What follows belongs to an exercise in optimizing a design on an open flow for small area, a short achievable clock period and few clock cycles; a production flow would make more cautious choices.
Only simulation tests tie the RTL to the original design; equivalence was not proved.

File: design/flow/run.sh
#!/bin/bash
# synth_recipe.tcl (not shown) runs the flow's synth.tcl, then flattens the netlist and writes it again
# the make line also repeats each setting of config.mk as NAME=value (left out here)
make -C /OpenROAD-flow-scripts/flow DESIGN_CONFIG=/design/flow/config.mk WORK_HOME=/design/flow/orfs CLKGATE_MAP_FILE= SYNTH_SCRIPT=/design/flow/synth_recipe.tcl finish
File: design/flow/config.mk
export PLATFORM = sky130hd
export DESIGN_NAME = clover_chain
export DESIGN_NICKNAME = clover_chain
export VERILOG_FILES = /design/flow/design.v
export SDC_FILE = /design/flow/constraint.sdc
export NUM_CORES = 8
export LEC_CHECK = 0
export CAP_MARGIN = 20
export CORE_MARGIN = 2
export CORE_UTILIZATION = 40
export SLEW_MARGIN = 20
File: design/flow/constraint.sdc
create_clock -name core_clock -period 70.0 [get_ports {clk}]
set_input_delay 14.0000 -clock core_clock [delete_from_list [all_inputs] [get_ports {clk}]]
set_output_delay 14.0000 -clock core_clock [all_outputs]
set_load 0.01 [all_outputs]
File: design/flow/design.v
module clover_chain (
    input  wire         clk,
    input  wire         rst,           
    input  wire         clear,         
    input  wire         start,         
    output wire         ready,
    input  wire [15:0]  in_y,          
    input  wire [15:0]  in_r,          
    input  wire [15:0]  in_f,          
    input  wire [15:0]  in_cout,       
    input  wire         in_fb,         
    input  wire         in_preload,    
    input  wire [2:0]   in_hstage,     
    input  wire         in_slewing,    
    input  wire         in_clamp_pos,  
    input  wire         in_clamp_neg,  
    output wire [2:0]   cfg_sel,       
    input  wire [15:0]  cfg_op,        
    input  wire [255:0] cfg_par,       
    output reg          done,
    output reg  [15:0]  out_b,         
    output reg  [3:0]   out_sat        
);
    reg        busy;
    reg [2:0]  stage;
    reg signed [15:0] r_y, r_r, r_f, r_cout, r_e;
    reg        r_fb, r_preload, r_slewing, r_cpos, r_cneg;
    reg [2:0]  r_hstage;
    reg signed [15:0] prev;    
    reg signed [15:0] b;       
    reg [3:0]  satcnt;
    assign ready   = ~busy;
    assign cfg_sel = stage;
    reg signed [15:0] st_x1 [0:7];
    reg signed [15:0] st_x2 [0:7];
    reg signed [39:0] st_y1 [0:7];
    reg signed [39:0] st_y2 [0:7];
    reg signed [39:0] st_i  [0:7];
    reg signed [39:0] st_d  [0:7];
    reg signed [15:0] last  [0:7];    
    wire [3:0] op  = cfg_op[15:12];
    wire [3:0] sa  = cfg_op[11:8];
    wire [3:0] sb  = cfg_op[7:4];
    wire signed [15:0] p1  = cfg_par[ 15:  0];
    wire signed [15:0] p2  = cfg_par[ 31: 16];
    wire signed [15:0] p3  = cfg_par[ 47: 32];
    wire signed [15:0] p4  = cfg_par[ 63: 48];
    wire signed [15:0] p5  = cfg_par[ 79: 64];
    wire signed [15:0] p6  = cfg_par[ 95: 80];
    wire signed [15:0] p7  = cfg_par[111: 96];
    wire signed [15:0] p8  = cfg_par[127:112];
    wire signed [15:0] p9  = cfg_par[143:128];
    wire signed [15:0] p10 = cfg_par[159:144];
    reg signed [15:0] xa, xb;
    always @* begin
        case (sa)
            4'h0: xa = prev;
            4'h1: xa = r_e;
            4'h2: xa = r_y;
            4'h3: xa = r_r;
            4'h4: xa = r_f;
            4'h8, 4'h9, 4'hA, 4'hB, 4'hC, 4'hD, 4'hE, 4'hF: xa = last[sa[2:0]];
            default: xa = 16'sd0;
        endcase
        case (sb)
            4'h0: xb = prev;
            4'h1: xb = r_e;
            4'h2: xb = r_y;
            4'h3: xb = r_r;
            4'h4: xb = r_f;
            4'h8, 4'h9, 4'hA, 4'hB, 4'hC, 4'hD, 4'hE, 4'hF: xb = last[sb[2:0]];
            default: xb = 16'sd0;
        endcase
    end
    wire signed [15:0] s_x1 = st_x1[stage];
    wire signed [15:0] s_x2 = st_x2[stage];
    wire signed [39:0] s_y1 = st_y1[stage];
    wire signed [39:0] s_y2 = st_y2[stage];
    wire signed [39:0] s_i  = st_i[stage];
    wire signed [39:0] s_d  = st_d[stage];
    wire signed [31:0] gain_prod = p1 * xa;
    wire signed [39:0] gain_acc  = $signed({{8{gain_prod[31]}}, gain_prod}) <<< p2[2:0];
    wire signed [39:0] sum_acc = p1 * xa + p2 * xb;
    wire               pid_pre = r_preload && (stage == r_hstage);
    wire signed [15:0] pid_x1  = pid_pre ? xa : s_x1;
    wire signed [16:0] pid_dx  = xa - pid_x1;
    wire signed [55:0] pid_kfd = p4 * s_d;
    wire signed [41:0] pid_dfull = (pid_kfd >>> 15) + p3 * pid_dx;
    wire signed [39:0] pid_dnew  = pid_dfull[39:0];
    wire signed [31:0] pid_kpx = p1 * xa;
    wire signed [39:0] pid_ilo = p8 <<< 15;
    wire signed [39:0] pid_ihi = p9 <<< 15;
    wire signed [49:0] pid_umin = p6 <<< 15;
    wire signed [49:0] pid_umax = p7 <<< 15;
    wire [2:0]         pid_sh  = p10[2:0];
    wire signed [16:0] pid_cf   = r_cout - r_f;
    wire signed [31:0] pid_cfs  = ($signed({{15{pid_cf[16]}}, pid_cf}) <<< 15) >>> pid_sh;
    wire signed [43:0] pid_ipre = pid_cfs - pid_kpx - pid_dnew;
    reg  signed [39:0] pid_icur;
    always @* begin
        if (!pid_pre)
            pid_icur = s_i;
        else if (pid_ipre < pid_ilo)
            pid_icur = pid_ilo;
        else if (pid_ipre > pid_ihi)
            pid_icur = pid_ihi;
        else
            pid_icur = pid_ipre[39:0];
    end
    wire signed [49:0] pid_u = (pid_kpx + pid_icur + pid_dnew) <<< pid_sh;
    reg  signed [49:0] pid_yv;
    always @* begin
        if (pid_u < pid_umin)
            pid_yv = pid_umin;
        else if (pid_u > pid_umax)
            pid_yv = pid_umax;
        else
            pid_yv = pid_u;
    end
    wire signed [31:0] pid_kix = p2 * xa;
    wire pid_omit = r_slewing || (r_cpos && pid_kix > 0) || (r_cneg && pid_kix < 0);
    wire signed [50:0] pid_ydiff = pid_yv - pid_u;
    wire signed [66:0] pid_kt   = p5 * pid_ydiff;
    wire signed [66:0] pid_aw   = (pid_kt >>> 15) >>> pid_sh;
    wire signed [67:0] pid_inext = pid_icur + (pid_omit ? 32'sd0 : pid_kix) + pid_aw;
    reg  signed [39:0] pid_inew;
    always @* begin
        if (pid_inext < pid_ilo)
            pid_inew = pid_ilo;
        else if (pid_inext > pid_ihi)
            pid_inew = pid_ihi;
        else
            pid_inew = pid_inext[39:0];
    end
    wire signed [33:0] bq_ff  = p1 * xa + p2 * s_x1 + p3 * s_x2;
    wire signed [56:0] bq_fbk = p4 * s_y1 + p5 * s_y2;
    wire signed [43:0] bq_full = (bq_ff <<< 1) - (bq_fbk >>> 14);
    wire signed [39:0] bq_acc = bq_full[39:0];
    wire signed [55:0] ll_fbk  = p3 * s_y1;
    wire signed [41:0] ll_full = p1 * xa + p2 * s_x1 - (ll_fbk >>> 15);
    wire signed [39:0] ll_acc  = ll_full[39:0];
    reg signed [15:0] lim_y;
    always @* begin
        if (xa < p1)
            lim_y = p1;
        else if (xa > p2)
            lim_y = p2;
        else
            lim_y = xa;
    end
    wire signed [40:0] rate_diff = xa - s_y1;
    wire signed [40:0] rate_fall = -p2;
    reg  signed [40:0] rate_step;
    always @* begin
        if (rate_diff < rate_fall)
            rate_step = rate_fall;
        else if (rate_diff > p1)
            rate_step = p1;
        else
            rate_step = rate_diff;
    end
    wire signed [40:0] rate_full = s_y1 + rate_step;
    wire signed [39:0] rate_new  = rate_full[39:0];
    wire [15:0] lut_u   = {~xa[15], xa[14:0]};        
    wire [15:0] lut_q   = lut_u / 16'd4369;
    wire [3:0]  lut_m   = (lut_q > 16'd14) ? 4'd14 : lut_q[3:0];
    wire [15:0] lut_x0  = lut_m * 16'd4369;
    wire [12:0] lut_dx  = lut_u - lut_x0;
    wire signed [15:0] lut_pm  = cfg_par[{lut_m, 4'b0000} +: 16];
    wire signed [15:0] lut_pm1 = cfg_par[{lut_m + 4'd1, 4'b0000} +: 16];
    wire signed [16:0] lut_dp  = lut_pm1 - lut_pm;
    wire signed [31:0] lut_num = 2 * lut_dp * $signed({1'b0, lut_dx}) + 32'sd4369;
    wire [31:0] lut_nofs = lut_num + 32'sd572653568;
    wire [31:0] lut_qofs = lut_nofs / 32'd8738;
    wire signed [31:0] lut_q2 = $signed(lut_qofs) - 32'sd65536;
    wire signed [31:0] lut_full = lut_pm + lut_q2;
    wire signed [15:0] lut_y = lut_full[15:0];
    wire signed [16:0] db_abs = xa[15] ? -xa : xa;
    reg  signed [15:0] db_y;
    always @* begin
        if (db_abs <= p1)
            db_y = 16'sd0;
        else if (xa > p1)
            db_y = xa - p1;
        else
            db_y = xa + p1;
    end
    reg signed [15:0] sel_y;
    always @* begin
        if (p1 == 16'sd0)
            sel_y = (xa < xb) ? xa : xb;
        else if (p1 == 16'sd1)
            sel_y = (xa > xb) ? xa : xb;
        else
            sel_y = r_fb ? xa : xb;
    end
    reg signed [39:0] st_in;
    always @* begin
        case (op)
            4'h1:    st_in = gain_acc;
            4'h2:    st_in = sum_acc;
            4'h3:    st_in = pid_yv[39:0];
            4'h4:    st_in = bq_acc;
            default: st_in = ll_acc;
        endcase
    end
    wire signed [40:0] st_rnd = (st_in + 41'sd16384) >>> 15;
    wire st_hi = st_rnd > 41'sd32767;
    wire st_lo = st_rnd < -41'sd32768;
    wire signed [15:0] st_out = st_hi ? 16'sd32767 : st_lo ? -16'sd32768 : st_rnd[15:0];
    wire uses_store = (op >= 4'h1) && (op <= 4'h5);
    reg signed [15:0] y_out;
    always @* begin
        case (op)
            4'h1, 4'h2, 4'h3, 4'h4, 4'h5: y_out = st_out;
            4'h6:    y_out = lim_y;
            4'h7:    y_out = rate_new[15:0];
            4'h8:    y_out = lut_y;
            4'h9:    y_out = db_y;
            default: y_out = sel_y;
        endcase
    end
    integer k;
    always @(posedge clk) begin
        if (rst) begin
            busy    <= 1'b0;
            stage   <= 3'd0;
            done    <= 1'b0;
            out_b   <= 16'sd0;
            out_sat <= 4'd0;
            for (k = 0; k < 8; k = k + 1) begin
                st_x1[k] <= 16'sd0;
                st_x2[k] <= 16'sd0;
                st_y1[k] <= 40'sd0;
                st_y2[k] <= 40'sd0;
                st_i[k]  <= 40'sd0;
                st_d[k]  <= 40'sd0;
                last[k]  <= 16'sd0;
            end
        end else begin
            done <= 1'b0;
            if (!busy) begin
                if (clear) begin
                    for (k = 0; k < 8; k = k + 1) begin
                        st_x1[k] <= 16'sd0;
                        st_x2[k] <= 16'sd0;
                        st_y1[k] <= 40'sd0;
                        st_y2[k] <= 40'sd0;
                        st_i[k]  <= 40'sd0;
                        st_d[k]  <= 40'sd0;
                        last[k]  <= 16'sd0;
                    end
                end else if (start) begin
                    busy      <= 1'b1;
                    stage     <= 3'd0;
                    r_y       <= in_y;
                    r_r       <= in_r;
                    r_f       <= in_f;
                    r_cout    <= in_cout;
                    r_e       <= in_r - in_y;
                    r_fb      <= in_fb;
                    r_preload <= in_preload;
                    r_hstage  <= in_hstage;
                    r_slewing <= in_slewing;
                    r_cpos    <= in_clamp_pos;
                    r_cneg    <= in_clamp_neg;
                    prev      <= in_r - in_y;
                    b         <= 16'sd0;
                    satcnt    <= 4'd0;
                end
            end else begin
                if (op != 4'h0) begin
                    prev        <= y_out;
                    b           <= y_out;
                    last[stage] <= y_out;
                    if (uses_store && (st_hi || st_lo))
                        satcnt <= satcnt + 4'd1;
                    case (op)
                        4'h3: begin
                            st_x1[stage] <= xa;
                            st_d[stage]  <= pid_dnew;
                            st_i[stage]  <= pid_inew;
                        end
                        4'h4: begin
                            st_x2[stage] <= s_x1;
                            st_x1[stage] <= xa;
                            st_y2[stage] <= s_y1;
                            st_y1[stage] <= bq_acc;
                        end
                        4'h5: begin
                            st_x1[stage] <= xa;
                            st_y1[stage] <= ll_acc;
                        end
                        4'h7: st_y1[stage] <= rate_new;
                        default: ;
                    endcase
                end
                stage <= stage + 3'd1;
                if (stage == 3'd7) begin
                    busy    <= 1'b0;
                    done    <= 1'b1;
                    out_b   <= (op != 4'h0) ? y_out : b;
                    out_sat <= (op != 4'h0 && uses_store && (st_hi || st_lo)) ? satcnt + 4'd1 : satcnt;
                end
            end
        end
    end
endmodule
==> out/qor.txt <==
Status: no timing/DRC/antenna violations
Clk_skew: 98.39 ps
Worst setup margin: 3146 ps
Seq/Total Area, Yosys: 0.1598
Clk sinks: 1816
Worst setup EP type: register
CP required: 70800 ps
Synthesis-to-finish area growth: 8.430%
Slew Limit Fails: 0
Setup_tns: 0 ps
Synth area leaders: fa_1, edfxtp_1, ha_1
Max Clock Freq: 14.96 MHz
CP Launch Type: input port
Post-synth EDFFs: 1788
FP Rows: 338
FILL cells: 81142
Chip Width: 925.2 um
Most frequent CP cell: o21a_1
Vert. Die Dim: 925.2 um
Max-Slew Margin vs Limit: 0.08886
Crit path max-delay cell type: clkinv_1
Share of cells above drive strength 1: 0.08187
Final hold violations: 0
Util after Layout: 0.4349
Dominant cell type by area after synthesis: fa_1
Core area: 846200 um2
Number of global-route vias before repair: 267811
Routed WL: 1281000 um
Worst path top cell family by delay: compound AO/OA/AOI/OAI gates
Register bit total from synthesis: 1816
Max Fanout on Critical Path: 15
Initial Utilization: 0.4011
Drt drc: 0
Period minus WS final: 66850 ps
Detailed placer's ending HPWL: 1034000 um
Vias per Instance: 5.532
Layout Nets: 44028
CTS buffer count: 196
RePlAce Congestion: 1.024
Wire length per cell: 27.62 um
Critical path class: input port to register
Worst skew pair latency: 1010 ps
Via count: 256623
Unique cell type count in the Yosys netlist: 138
Initial antenna violation count: 186
Yosys warns: 1
Finished Cell Area: 368000 um2
Worst path buffer plus inverter count: 31
Most used DFF post-synth: edfxtp_1
GRT overflow: 0
Die footprint: 855900 um2
DP Worst Slack: -190.2 ps
First-pass GRT wire length: 1863000 um
Antenna Nets Post-Route: 0
Clock Tree Root: clkbuf_16
Initial DRC Count: 27809
Syn nets: 43926
Async SR Flop Fraction: 0
I/O Buffers: 368
Final setup fails: 0
Placed cell area: 361000 um2
WP data arrival: 67660 ps
Top cell type's share of synthesized area: 0.3853
GR Util All Layers: 0.2985
Maximum buffer depth of the clock tree: 4
Largest stage delay, worst path: 680 ps
Cell Area, Synth: 339400 um2
Pin count of the biggest net entering global routing: 112
Hold WC Path Type: register to register
Final Cycle Share: 0.9551
Worst-path clk slew: 60 ps
Maximum Capacitance Violations: 0
CTS tree: done
I/O Pins: 373
Pre-antenna DRT Iters: 7
Hold_buf cts: 0
Slew @ Worst Pin: 1365 ps
Cell count after synthesis: 34769
# H-tree levels: 4
Mean Syn Cell Area: 9.762 um2
tightest hold or removal path, stage by stage, from the launching register on:
cell and delay (ps):
dfxtp_1 310, nor2_1 100, a211oi_1 50
cells by family (layout without fill, tap and decap cells):
kind of cell               after synthesis  in the layout  synth area share
adders and majority gates             8822           8822            0.4696
xor gates and xnor gates               953            953           0.02484
other                                    1            139        0.00001105
AOI/OAI and AO/OA                     3304           3304           0.06446
buffers and inverters                 9064           9325            0.1006
and+or+nand+nor                       9574           9574            0.1244
muxes                                 1235           1235           0.05631
DFF                                   1816           1816            0.1598
path summary, 6_finish.rpt:
check,start,endpoint,slack (ps),cells past startpoint
max reg2reg,register,st_i[4][31]$_SDFFCE_PN0P_,14050,280
min,out_b[3]$_SDFFE_PP0P_,out_b[3]$_SDFFE_PP0P_,500,2
max,cfg_par[63],st_i[4][31]$_SDFFCE_PN0P_,3150,267
min reg2reg,out_b[3]$_SDFFE_PP0P_,out_b[3]$_SDFFE_PP0P_,500,2
metal layers:
metal / wire length [um] / GRT usage
met4: 93880 / 0.1745
met3: 139800 / 0.07391
met2: 555500 / 0.4488
met1: 491700 / 0.3933
met5: 427 / 0
sequential cells by signal, summed over array words and instances (netlist names), 3 cells and up, named ones only:
register,count
b,16
last,128
out_b,16
out_sat,4
prev,16
r_cout,16
r_e,16
r_f,16
r_hstage,3
r_r,16
r_y,16
satcnt,4
st_d,320
st_i,320
st_x1,128
st_x2,128
st_y1,320
st_y2,320
stage,3
cell usage after synthesis, types with 164 or more instances:
master / count
inv_1: 7391
fa_1: 6532
nand2_1: 3900
nor2_1: 3041
ha_1: 2277
edfxtp_1: 1788
clkbuf_1: 1421
and2_1: 1026
a21oi_1: 1018
xnor2_1: 666
mux4_2: 519
mux2i_1: 515
o21ai_0: 481
a21o_1: 351
nor3_1: 330
o21bai_1: 304
o21a_1: 288
nand2b_1: 284
xor2_1: 278
nor2b_1: 272
mux2_2: 194
or2_2: 175
buf_1: 164
cells in the final DEF, fill, tap and decap left out, types with 454 or more instances in the layout:
master,n
a21oi_1,966
and2_1,1026
buf_4,1173
edfxtp_1,1788
fa_1,6530
ha_1,2276
inv_1,7373
mux2i_1,454
mux4_2,519
nand2_1,3851
nor2_1,3023
o21ai_0,459
xnor2_1,622
metrics by stage:
step                cells  hold WS, ps
floorplan           34769        520.2
global placement    45865        490.1
detailed placement  45872        497.0
CTS                 46229        505.6
global route        46320        525.2
finish              46388        501.7
area by class of cell:
cell class	instances	area (um2)	area share
Multi-Input combinational cell	23889	252900	0.6871
Sequential cell	1816	54260	0.1474
Inverter	7440	27930	0.07589
Tap cell	11220	14040	0.03815
Timing Repair Buffer	1528	12490	0.03394
Clock buffer	257	5194	0.01411
Clock inverter	100	878.3	0.002387
Antenna cell	138	345.3	0.0009383
timing repair:
action / CTS / global route
gates resized for setup: 0 / 112
buffers inserted: 0 / 17
setup endpoints to repair: 0 / 387
endpoints found under the hold margin: 0 / 0
Testbench counts, summed over its fixed seeds: cycles 55,416.

==> what the ideal ports hide <==
No port has a modelled driver above. Below, the same layout with a new extraction and two added sets of constraints. Step 1, drivers: a clkbuf_16 drives clk and a buf_2 each remaining input, both assumed. Step 2 also shifts input and output timing later by t, the mid clock arrival at the registers, as if the neighbouring blocks saw the same clock. Slacks: ideal ports / drivers / drivers and shift; pairs: ideal ports / drivers.
t (ns): 1.075
setup WS [ns]: 3.146 / 3.240 / 2.165
worst setup path after step 2: input to register
latest minus earliest clock arrival (ns): 0.111 / 0.111
worst slew at a driven data input, ns: 0.39
After both steps this run still meets setup and hold. For this run, drivers alone change the setup slack by +0.094 ns; drivers and shift together by -0.981 ns.
